Source: an optimization exercise on an open RTL-to-GDS flow (aim: small area). Production flows keep margins and buffers that such runs may drop.
The RTL of this run was laid out without a check of its function.
Power figures rest on the tool's default switching activity, not on a simulated workload.

[flow/config.mk]
export PLATFORM = sky130hd
export DESIGN_NAME = tense_check
export DESIGN_NICKNAME = tense_check
export VERILOG_FILES = /design/flow/design.v
export SDC_FILE = /design/flow/constraint.sdc
export NUM_CORES = 4
export LEC_CHECK = 0
export CAP_MARGIN = 20
export CORE_MARGIN = 2
export CORE_UTILIZATION = 40
export SLEW_MARGIN = 20
[flow/constraint.sdc]
create_clock -name core_clock -period 15.0 [get_ports {clk}]
set_input_delay 3.0000 -clock core_clock [delete_from_list [all_inputs] [get_ports {clk}]]
set_output_delay 3.0000 -clock core_clock [all_outputs]
set_load 0.01 [all_outputs]
[flow/design.v]
module tense_edges_ok (
    input  wire        s16,
    input  wire [63:0] item0,
    input  wire [63:0] item1,
    input  wire [63:0] item2,
    input  wire [63:0] item3,
    input  wire [63:0] item4,
    input  wire [63:0] item5,
    output wire        base_bad,
    output wire [3:0]  u_bad
);
    localparam UMODE = 0;
    localparam LMODE = 0;
    wire [31:0] period    = item0[31:0];
    wire        rz        = item0[33:32] != 2'b00;
    wire [31:0] data      = item1[63:32];
    wire [31:0] drv_on    = item1[31:0];
    wire [31:0] drv_off   = item2[63:32];
    wire [31:0] ret       = item2[31:0];
    wire [31:0] stb_close = item3[63:32];
    wire [31:0] stb_open  = item3[31:0];
    wire [31:0] udef [0:3];
    assign udef[0] = item4[31:0];
    assign udef[1] = item4[63:32];
    assign udef[2] = item5[31:0];
    assign udef[3] = item5[63:32];
    function automatic cy32(input [31:0] a, input [31:0] b, input ci);
        integer i;
        reg c;
        begin
            c = ci;
            for (i = 0; i < 32; i = i + 1)
                c = (a[i] & b[i]) | (c & (a[i] | b[i]));
            cy32 = c;
        end
    endfunction
    function automatic cy24(input [23:0] a, input [23:0] b);
        integer i;
        reg c;
        begin
            c = 1'b0;
            for (i = 0; i < 24; i = i + 1)
                c = (a[i] & b[i]) | (c & (a[i] | b[i]));
            cy24 = c;
        end
    endfunction
    function automatic [32:0] sub33(input [31:0] a, input [31:0] b);
        integer i;
        reg c;
        reg [32:0] r;
        begin
            c = 1'b1;
            for (i = 0; i < 32; i = i + 1) begin
                r[i] = a[i] ^ ~b[i] ^ c;
                c = (a[i] & ~b[i]) | (c & (a[i] | ~b[i]));
            end
            r[32] = ~c;
            sub33 = r;
        end
    endfunction
    wire r1 = (|period[31:12]) || (period[11] && !s16);
    wire [31:0] cs_t = stb_open ^ period ^ ~stb_close;
    wire [32:0] cs_u = {(stb_open & period) | (stb_open & ~stb_close) | (period & ~stb_close), 1'b0};
    wire win_ok = cs_u[32] | cy32(cs_t, cs_u[31:0], 1'b0);
    wire inv = cy32(data, ~drv_on, 1'b1) && (!rz || cy32(ret, ~data, 1'b0)) &&
               cy32(stb_close, ~stb_open, 1'b1) && win_ok;
    wire [31:0] x  = rz ? ret : data;
    wire [32:0] dx = sub33(x, period);
    wire [32:0] df = sub33(drv_off, period);
    wire [32:0] ds_hi = sub33({2'b00, stb_open[31:2]}, period);    
    wire [34:0] ds = {ds_hi, stb_open[1:0]};
    wire x_m1 = &dx[32:24], x_z = ~|dx[32:24], x_le2 = dx[32] & ~x_m1;
    wire f_m1 = &df[32:24], f_z = ~|df[32:24], f_le2 = df[32] & ~f_m1;
    wire s_m1 = &ds[34:24], s_z = ~|ds[34:24], s_le2 = ds[34] & ~s_m1;
    wire up0 = dx[32] & df[32] & ds[34];
    assign base_bad = !(r1 && inv && up0);
    genvar k;
    generate
        for (k = 0; k < 4; k = k + 1) begin : g_u
            wire [23:0] su  = udef[k][23:0];
            wire        s23 = udef[k][23];
            wire def_ok = udef[k][31:28] <= 4'hB && udef[k][27:24] == 4'h0;
            wire cx = cy24(dx[23:0], su);
            wire cf = cy24(df[23:0], su);
            wire cs = cy24(ds[23:0], su);
            wire hi_x = s23 ? (x_le2 | x_m1 | (x_z & ~cx)) : (x_le2 | (x_m1 & ~cx));
            wire hi_f = s23 ? (f_le2 | f_m1 | (f_z & ~cf)) : (f_le2 | (f_m1 & ~cf));
            wire hi_s = s23 ? (s_le2 | s_m1 | (s_z & ~cs)) : (s_le2 | (s_m1 & ~cs));
            wire lo = ~s23 | (((|drv_on[31:24])   | cy24(drv_on[23:0], su)) &
                              ((|drv_off[31:24])  | cy24(drv_off[23:0], su)) &
                              ((|stb_open[31:24]) | cy24(stb_open[23:0], su)));
            assign u_bad[k] = !(def_ok && inv && lo && hi_x && hi_f && hi_s);
        end
    endgenerate
endmodule
module tense_check (
    input  wire        clk,
    input  wire        rst,         
    input  wire        in_valid,
    input  wire        s16,         
    input  wire [63:0] item0,
    input  wire [63:0] item1,
    input  wire [63:0] item2,
    input  wire [63:0] item3,
    input  wire [63:0] item4,
    input  wire [63:0] item5,
    output reg         out_valid,
    output wire        tense_valid,
    output reg         base_bad,
    output reg  [3:0]  u_bad
);
    wire base_bad_c;
    wire [3:0] u_bad_c;
    tense_edges_ok u_chk (
        .s16(s16), .item0(item0), .item1(item1), .item2(item2),
        .item3(item3), .item4(item4), .item5(item5),
        .base_bad(base_bad_c), .u_bad(u_bad_c)
    );
    reg       v_q;
    reg       bb_q;
    reg [3:0] ub_q;
    always @(posedge clk) begin
        if (rst) begin
            v_q       <= 1'b0;
            out_valid <= 1'b0;
        end else begin
            v_q       <= in_valid;
            out_valid <= v_q;
        end
        bb_q     <= base_bad_c;
        ub_q     <= u_bad_c;
        base_bad <= bb_q;
        u_bad    <= ub_q;
    end
    assign tense_valid = !base_bad && (u_bad == 4'b0000);
endmodule
[flow/run.sh]
#!/bin/bash
# synth_recipe.tcl (not shown) runs the flow's synth.tcl, then flattens the netlist and writes it again
# the make line also repeats each setting of config.mk as NAME=value (left out here)
make -C /OpenROAD-flow-scripts/flow DESIGN_CONFIG=/design/flow/config.mk WORK_HOME=/design/flow/orfs CLKGATE_MAP_FILE= SYNTH_SCRIPT=/design/flow/synth_recipe.tcl finish
==> run summary <==
clk slew on worst S/H paths about 40 ps; synthesized area 14900 µm²; cell count after synthesis around 2200; critical path's slowest cell fa_2; Worst Reg2Reg Path Length in Cells 1; worst hold margin around 320 ps; Worst Hold Path Cells 0; DP Worst Slack -1350 ps; worst skew pair latency ~240 ps; Worst Skew about 4.2 ps; DRT iter0 DRCs approximately 2500; Slew headroom 0.314; SO Viols negative setup slack; Final Hold Viols 0; Synth Register Bits 12; CTS Sinks 12; clock buffer depth 2; Top Ports approximately 400; Crit. End Element flop; I/O Buffers around 360; worst slew pin tran 1000 ps; Net count, final 2921; Final Max Slew Viols 0; antenna violations before repair 5; WS Path Type input pin to flop; GR Util met3 0.0852; maximum vdd drop roughly 0.047 mV; Worst R2R Start v_q; Starting Density 0.407; Critical Path AT about 16000 ps; Die Footprint 38900 µm²; Power Dens Cells between 50 and 60 nW/µm²; Die X 197 µm; synth-to-layout area growth 27.9%; total track usage 0.376; TritonCTS buffer count 3; worst reg-to-reg setup slack around 15000 ps; final worst path period need roughly 16000 ps; DRC viols 0; Max FO, Critical Path 3; final core utilization 0.521; main flop type after synthesis dfxtp_1; RSZ-0062 raised after global routing true; slowest stage delay, CP 530 ps; Tcrit/Tclk final 1.04; filler instances between 3000 and 4000; hold_buf cts 0; Placer Congestion 0.999; Leak Pwr roughly 0.0068 µW; FF-to-FF End out_valid; area of the core 36700 µm²; vias in the first global route 18600; met1 usage 0.532; Ys Warns 2; worst setup path endpoint ub_q[3]; worst setup margin -543 ps; Design Power approximately 1100 µW; Hold/Removal Path Class flop to flop; register area share after synthesis 0.0161; Most common cell on crit path fa_2; gr busiest metal met2; syn nets 2720; Synth cell types 92; post-route ant nets 0; detailed-route via count just under 20000; # rows 70; Vias/cell between 6 and 7; final global-route overflow total 0; WP data required 15180 ps; Pre-Repair DR Iteration Count 9; largest net degree at the start of global routing 35; Chip Height approximately 200 µm; Layout Cells excl Fill ~2900; CP Launch Point item0[32]; EDFF count, synth 0; startpoint types input pin; Total Wirelength 76.5 mm; Root Driver clkbuf_16; M2 GR Usage 0.574; Peak Freq between 0.06 and 0.07 GHz; Max H-tree Level 1; hpwl dp ~63 mm; Inst Count DP about 2900; status finished with violations; Maximum Capacitance Violations 0; first-pass GRT wire length 111 mm; final-report setup violation count 5; CTS tree done; FF+latch area approximately 240 µm²; Post-synth ARST share 0; Avg Cell Area, Syn between 6 and 7 µm²; layout cells sized above 1 0.119; Multi-input gate area 13500 µm²; WL/cell roughly 27 µm
critical path: cells and delay by family:
family	cells	cell delay (ps)
AOI/OAI and AO/OA	3	530
adders and majority gates	32	10370
buffers and inverters	10	670
muxes	1	230
and+or+nand+nor	6	880
registers in the layout (all words and copies together), names as in the netlist:
| name | flops |
|---|---|
| base_bad | 1 |
| out_valid | 1 |
| bb_q | 1 |
| ub_q | 4 |
| u_bad | 4 |
| v_q | 1 |
cell usage in the layout (no fill, tap or decap), drive strengths merged, types with 10 or more instances in the layout:
cell type / Yosys / final
clkdlybuf4s50: 0 / 345
nand2: 194 / 194
nor2: 190 / 190
inv: 163 / 163
o21ai: 145 / 145
a21oi: 133 / 133
fa: 122 / 122
o22ai: 112 / 112
maj3: 85 / 85
buf: 48 / 72
a22oi: 66 / 66
a31oi: 60 / 60
nand3: 57 / 57
o221ai: 40 / 40
nor2b: 39 / 39
nor3: 37 / 37
o211ai: 36 / 36
a211oi: 33 / 33
nand2b: 28 / 28
o31ai: 26 / 26
a221oi: 26 / 26
a222oi: 24 / 24
a22o: 24 / 24
nand4: 23 / 23
o2111ai: 23 / 23
mux2: 21 / 21
or2: 19 / 19
a2111oi: 19 / 19
o22a: 18 / 18
and2: 16 / 16
nor4: 16 / 16
dfxtp: 12 / 12
or3: 12 / 12
a21o: 10 / 10
o21bai: 10 / 10
a211o: 10 / 10
and3: 10 / 10
final cells by class:
cell class,instances,share of cell area
multi-input cells,1803,0.706
diodes,3,0.000393
well taps,468,0.0306
clock buffers,4,0.00465
inverters,163,0.0322
repair buffers,423,0.213
flip-flops and latches,12,0.0126
Yosys cell counts (all sizes together), types with 40 or more instances:
library cell | count | area (µm²)
a22oi | 66 | 505
o22ai | 112 | 707
buf | 48 | 297
fa | 122 | 2440
nand2 | 194 | 728
o221ai | 40 | 357
o21ai | 145 | 729
a31oi | 60 | 382
inv | 163 | 612
clkbuf | 179 | 673
nor2 | 190 | 713
maj3 | 85 | 872
a21oi | 133 | 666
nand3 | 57 | 285
cells by family (layout without fill, tap and decap cells):
group,count (synthesis),in the layout,synth area share
compound gates,888,888,0.416
fa+ha+maj,212,212,0.226
flops,12,12,0.0161
simple gates,676,676,0.216
buf+inv,390,590,0.106
mux,27,27,0.0198
other cells,0,3,0
worst min-delay path by stage:
| stage | slack [ps] | end | from |
|---|---|---|---|
| final | 320 | base_bad | bb_q |
| after global routing | 330 | u_bad[0] | ub_q[0] |
| after CTS | 320 | base_bad | bb_q |
| after detailed placement | 310 | base_bad | bb_q |
| after global placement | 310 | u_bad[0] | ub_q[0] |
| after floorplan | 310 | base_bad | bb_q |
power breakdown:
| group | switching [µW] | internal, µW |
|---|---|---|
| sequential | 0.118 | 32.5 |
| clock | 12.7 | 40.1 |
| combinational | 576 | 410 |
| total | 588 | 482 |
through the flow:
step,TNS (ps),instance area [µm²]
6_report,-1510,19100
3_3_place_gp,-5250,18800
2_1_floorplan,-412,15200
4_1_cts,-1230,19000
5_1_grt,-3000,19100
3_5_place_dp,-5640,18800
metal layers:
layer / vias up / part of all wire
met5: - / 0.00035
li1: 8729 / -
met1: 9589 / 0.41
met4: 4 / 0.029
met2: 1254 / 0.43
met3: 142 / 0.13
what timing repair did:
action / 4_1_cts / 5_1_grt
setup buffers: 6 / 1
setup endpoints to repair: 5 / 5
pin swaps: 20 / 6
gates resized for setup: 90 / 10

separate check: timing with driven ports:
The results above use ideal ports. As a check the final layout listed here was re-extracted and re-timed, cells and wires unchanged. Step 1 sets driving cells, clkbuf_16 on the clock port and buf_2 on the other inputs (assumed; they add their load-dependent delay and slew). Step 2 also shifts input and output timing later by t, the mid clock arrival at the registers, as if the neighbouring blocks saw the same clock. a / b / c = no drivers / after step 1 / after step 2; a / b = the first two.
t (ns): 0.258
setup WS [ns]: -0.543 / -0.551 / -0.808
worst setup path after step 2: input to register
worst slew at a driven data input, ns: 0.10
For this run, drivers alone change the setup slack by -0.008 ns; drivers and shift together by -0.265 ns.
